Source: an optimization exercise on an open RTL-to-GDS flow (aim: small area, a short achievable clock period and few clock cycles per item). Production flows keep margins and buffers that such runs may drop.

raven:
## dx_ecc
module dx_ecc (
    input  wire        clk,
    input  wire        rst,
    input  wire        in_valid,
    output wire        in_ready,
    input  wire        in_op,
    input  wire [63:0] in_data,
    input  wire [15:0] in_check,
    output reg         out_valid,
    output reg  [63:0] out_data,
    output reg  [15:0] out_check,
    output reg  [2:0]  out_status
);
    assign in_ready = 1'b1;
    function automatic [12:0] gf_pmul(input [6:0] a, input [6:0] b);
        integer i, j;
        begin
            gf_pmul = 13'd0;
            for (i = 0; i < 7; i = i + 1)
                for (j = 0; j < 7; j = j + 1)
                    gf_pmul[i + j] = gf_pmul[i + j] ^ (a[i] & b[j]);
        end
    endfunction
    function automatic [6:0] gf_mul(input [6:0] a, input [6:0] b);
        reg [12:0] p;
        integer i;
        begin
            p = 13'd0;
            for (i = 0; i < 7; i = i + 1)
                if (b[i]) p = p ^ ({6'd0, a} << i);
            for (i = 12; i >= 7; i = i - 1)
                if (p[i]) p = p ^ (13'h89 << (i - 7));
            gf_mul = p[6:0];
        end
    endfunction
    localparam [127:0] GF_INV3_T0 = 128'h85171f397d3521e1ec0715d9c155d956;
    localparam [127:0] GF_INV3_T1 = 128'h077bca8c40edde83cfa9b8fae20590f0;
    localparam [127:0] GF_INV3_T2 = 128'hd3d8a3c4b729aac8883ed3b1ef77e000;
    localparam [127:0] GF_INV3_T3 = 128'h9d7459fd639529fbdb72e2c062284688;
    localparam [127:0] GF_INV3_T4 = 128'h76d02a17ab13d34bf22b331b534913bc;
    localparam [127:0] GF_INV3_T5 = 128'h7a55ce6bcde0f5c45424a2b9e9a25f80;
    localparam [127:0] GF_INV3_T6 = 128'h4ae285f65b8d65a17edf971ddc8880a0;
    function automatic [6:0] gf_inv3(input [6:0] x);
        begin
            gf_inv3[0] = GF_INV3_T0[x];
            gf_inv3[1] = GF_INV3_T1[x];
            gf_inv3[2] = GF_INV3_T2[x];
            gf_inv3[3] = GF_INV3_T3[x];
  ...
For scale: roughly 280 flip-flops, roughly 170 I/O pins, about 17000 sq um of cells after synthesis.
Settings: LEC_CHECK=0, CAP_MARGIN=20, CORE_MARGIN=2, CORE_UTILIZATION=60, CTS_BUF_LIST=sky130_fd_sc_hd__clkbuf_4 sky130_fd_sc_hd__clkbuf_8, SLEW_MARGIN=20; clock period 14.0 ns.
standard.sh (not shown) runs the stock make flow with config.mk's settings and CLKGATE_MAP_FILE= SYNTH_SCRIPT=/design/flow/synth_recipe.tcl, a recipe that flattens the netlist after the stock synthesis.
==> flow/flow/run.sh <==
#!/bin/bash
# Own flow: the standard layout (standard synthesis unchanged), with
#  - port buffers of sky130_fd_sc_hd__buf_2 instead of the automatically chosen cell;
set -euo pipefail
bash standard.sh \
  "SETUP_SLACK_MARGIN=${FLOW_SETUP_MARGIN:-9.5}" \
  "BUFFER_PORTS_ARGS=-buffer_cell sky130_fd_sc_hd__buf_2" \
  finish > standard_make.log 2>&1
## Diff of input files: garnet against raven
--- a/flow/design.v
+++ b/flow/design.v
@@ -59,24 +59,35 @@
     endfunction
     function automatic [6:0] gf_sq(input [6:0] x);
         begin
             gf_sq[0] = ^(x & 7'h01);
             gf_sq[1] = ^(x & 7'h50);
             gf_sq[2] = ^(x & 7'h02);
             gf_sq[3] = ^(x & 7'h20);
             gf_sq[4] = ^(x & 7'h54);
             gf_sq[5] = ^(x & 7'h40);
             gf_sq[6] = ^(x & 7'h28);
         end
     endfunction
+    function automatic [6:0] gf_cube(input [6:0] x);
+        begin
+            gf_cube[0] = x[0] ^ x[5] ^ (x[1] & x[3]) ^ (x[2] & x[3]) ^ (x[2] & x[6]) ^ (x[3] & x[4]) ^ (x[3] & x[5]) ^ (x[3] & x[6]) ^ (x[4] & x[5]) ^ (x[4] & x[6]);
+            gf_cube[1] = x[4] ^ x[5] ^ (x[0] & x[1]) ^ (x[0] & x[4]) ^ (x[0] & x[6]) ^ (x[1] & x[6]) ^ (x[2] & x[3]) ^ (x[2] & x[4]) ^ (x[2] & x[5]) ^ (x[4] & x[6]) ^ (x[5] & x[6]);
+            gf_cube[2] = x[3] ^ (x[0] & x[1]) ^ (x[0] & x[2]) ^ (x[1] & x[4]) ^ (x[1] & x[6]) ^ (x[2] & x[5]) ^ (x[3] & x[5]) ^ (x[4] & x[5]) ^ (x[4] & x[6]);
+            gf_cube[3] = x[1] ^ x[5] ^ x[6] ^ (x[0] & x[3]) ^ (x[0] & x[5]) ^ (x[1] & x[3]) ^ (x[2] & x[3]) ^ (x[2] & x[4]) ^ (x[2] & x[6]) ^ (x[3] & x[5]) ^ (x[3] & x[6]) ^ (x[5] & x[6]);
+            gf_cube[4] = x[4] ^ x[6] ^ (x[0] & x[2]) ^ (x[0] & x[6]) ^ (x[1] & x[2]) ^ (x[1] & x[5]) ^ (x[1] & x[6]) ^ (x[2] & x[3]) ^ (x[2] & x[4]) ^ (x[2] & x[5]) ^ (x[3] & x[4]) ^ (x[3] & x[5]) ^ (x[3] & x[6]) ^ (x[4] & x[6]) ^ (x[5] & x[6]);
+            gf_cube[5] = x[3] ^ x[4] ^ (x[0] & x[5]) ^ (x[0] & x[6]) ^ (x[1] & x[2]) ^ (x[1] & x[3]) ^ (x[1] & x[4]) ^ (x[1] & x[6]) ^ (x[3] & x[5]) ^ (x[3] & x[6]) ^ (x[4] & x[5]) ^ (x[5] & x[6]);
+            gf_cube[6] = x[2] ^ x[6] ^ (x[0] & x[3]) ^ (x[0] & x[5]) ^ (x[0] & x[6]) ^ (x[1] & x[4]) ^ (x[1] & x[6]) ^ (x[2] & x[4]) ^ (x[3] & x[4]) ^ (x[3] & x[5]) ^ (x[4] & x[6]);
+        end
+    endfunction
     function automatic [6:0] gf_ht(input [6:0] x);
         begin
             gf_ht[0] = ^(x & 7'h00);
             gf_ht[1] = ^(x & 7'h5c);
             gf_ht[2] = ^(x & 7'h58);
             gf_ht[3] = ^(x & 7'h60);
             gf_ht[4] = ^(x & 7'h16);
             gf_ht[5] = ^(x & 7'h68);
             gf_ht[6] = ^(x & 7'h48);
         end
     endfunction
     function automatic [6:0] gf_ht13(input [12:0] x);
@@ -514,25 +525,25 @@
         assign rd[5] = xr[15];
         assign rd[6] = xr[28];
         assign rd[7] = xr[29];
         assign rd[8] = xr[31];
         assign rd[9] = xr[32];
         assign rd[10] = xr[34];
         assign rd[11] = xr[37];
         assign rd[12] = xr[38];
         assign rd[13] = xr[40];
         assign cb_1 = op_1 ? c_1[14:0] : {q_1, rd ^ c_1[13:0]};
     end endgenerate
     generate if (1) begin : g_E
-        assign e_1 = gf_mul(s1_1, gf_sq(s1_1)) ^ s3_1;
+        assign e_1 = gf_cube(s1_1) ^ s3_1;
         assign i3_1 = gf_inv3(s1_1);
     end endgenerate
     generate if (1) begin : g_K
         wire [12:0] kp = gf_pmul(s3_1, i3_1);
         assign z_1 = gf_ht13(kp);
         wire t0 = ^(kp & 13'h0881);
         wire ez = (e_1 == 7'd0);
         wire s1z = (s1_1 == 7'd0);
         wire szero = s1z && ez;
         assign a1_1 = op_1 && !s1z && ez && p1_1 && !s15_1;
         assign a2_1 = op_1 && !s1z && ez && (p1_1 == s15_1);
         assign a3_1 = op_1 && !s1z && !ez && t0 && !p1_1 && !s15_1;
==> summary.txt <==
- Minimum clock period after layout (higher): raven
- Slack of the worst reg-to-reg path, garnet and raven, lower one = garnet.
- Wire length of the first global-routing pass ends up higher on raven.
- garnet gives less share of the synthesized area in compound gates (AO/OA/AOI/OAI) than raven did.
- Setup slack of the critical path after layout, garnet and raven, higher one = garnet.
- Relative to raven, post-route fraction of the period consumed by the critical path has gone down in garnet.
- Launching element of the worst setup path = in_data[42]: raven; launching element of the worst setup path = s1_2[4]: garnet
- Sum of buffers and inverters on the critical path in garnet is 3 higher than in raven
- Between garnet and raven, it is garnet whose synthesized netlist cell count is lower, by about 2.3%.
- The xor and xnor fraction of the mapped netlist area was comparable across garnet and raven.
Function was not checked in any run of this note: the RTL went through the layout flow alone.

==> static timing again, ports no longer ideal <==
The flow's constraints put no driver on any port. The routed layouts listed below were extracted and timed again, unchanged, in two steps.
Step 1, drivers: a clkbuf_16 drives clk and a buf_2 each remaining input, both assumed.
Step 2 moves the port delays by t, midway between the first and last clock arrival at a register: inputs arrive t later, outputs are due t later. That takes back most of the time a late clock gives input paths.
a / b / c = ideal / step 1 / step 2; a / b = the first two.
| run | t (ns) | slack for setup (ns) | clock arrival spread, ns |
|---|---|---|---|
| raven | 0.622 | 9.553 / 9.580 / 8.958 | 0.055 / 0.054 |
| garnet | 0.607 | 9.587 / 9.587 / 9.085 | 0.049 / 0.050 |
After both steps setup and hold are still met in every run listed. For raven, which loses most, drivers alone change the setup slack by +0.027 ns; drivers and shift together by -0.595 ns.
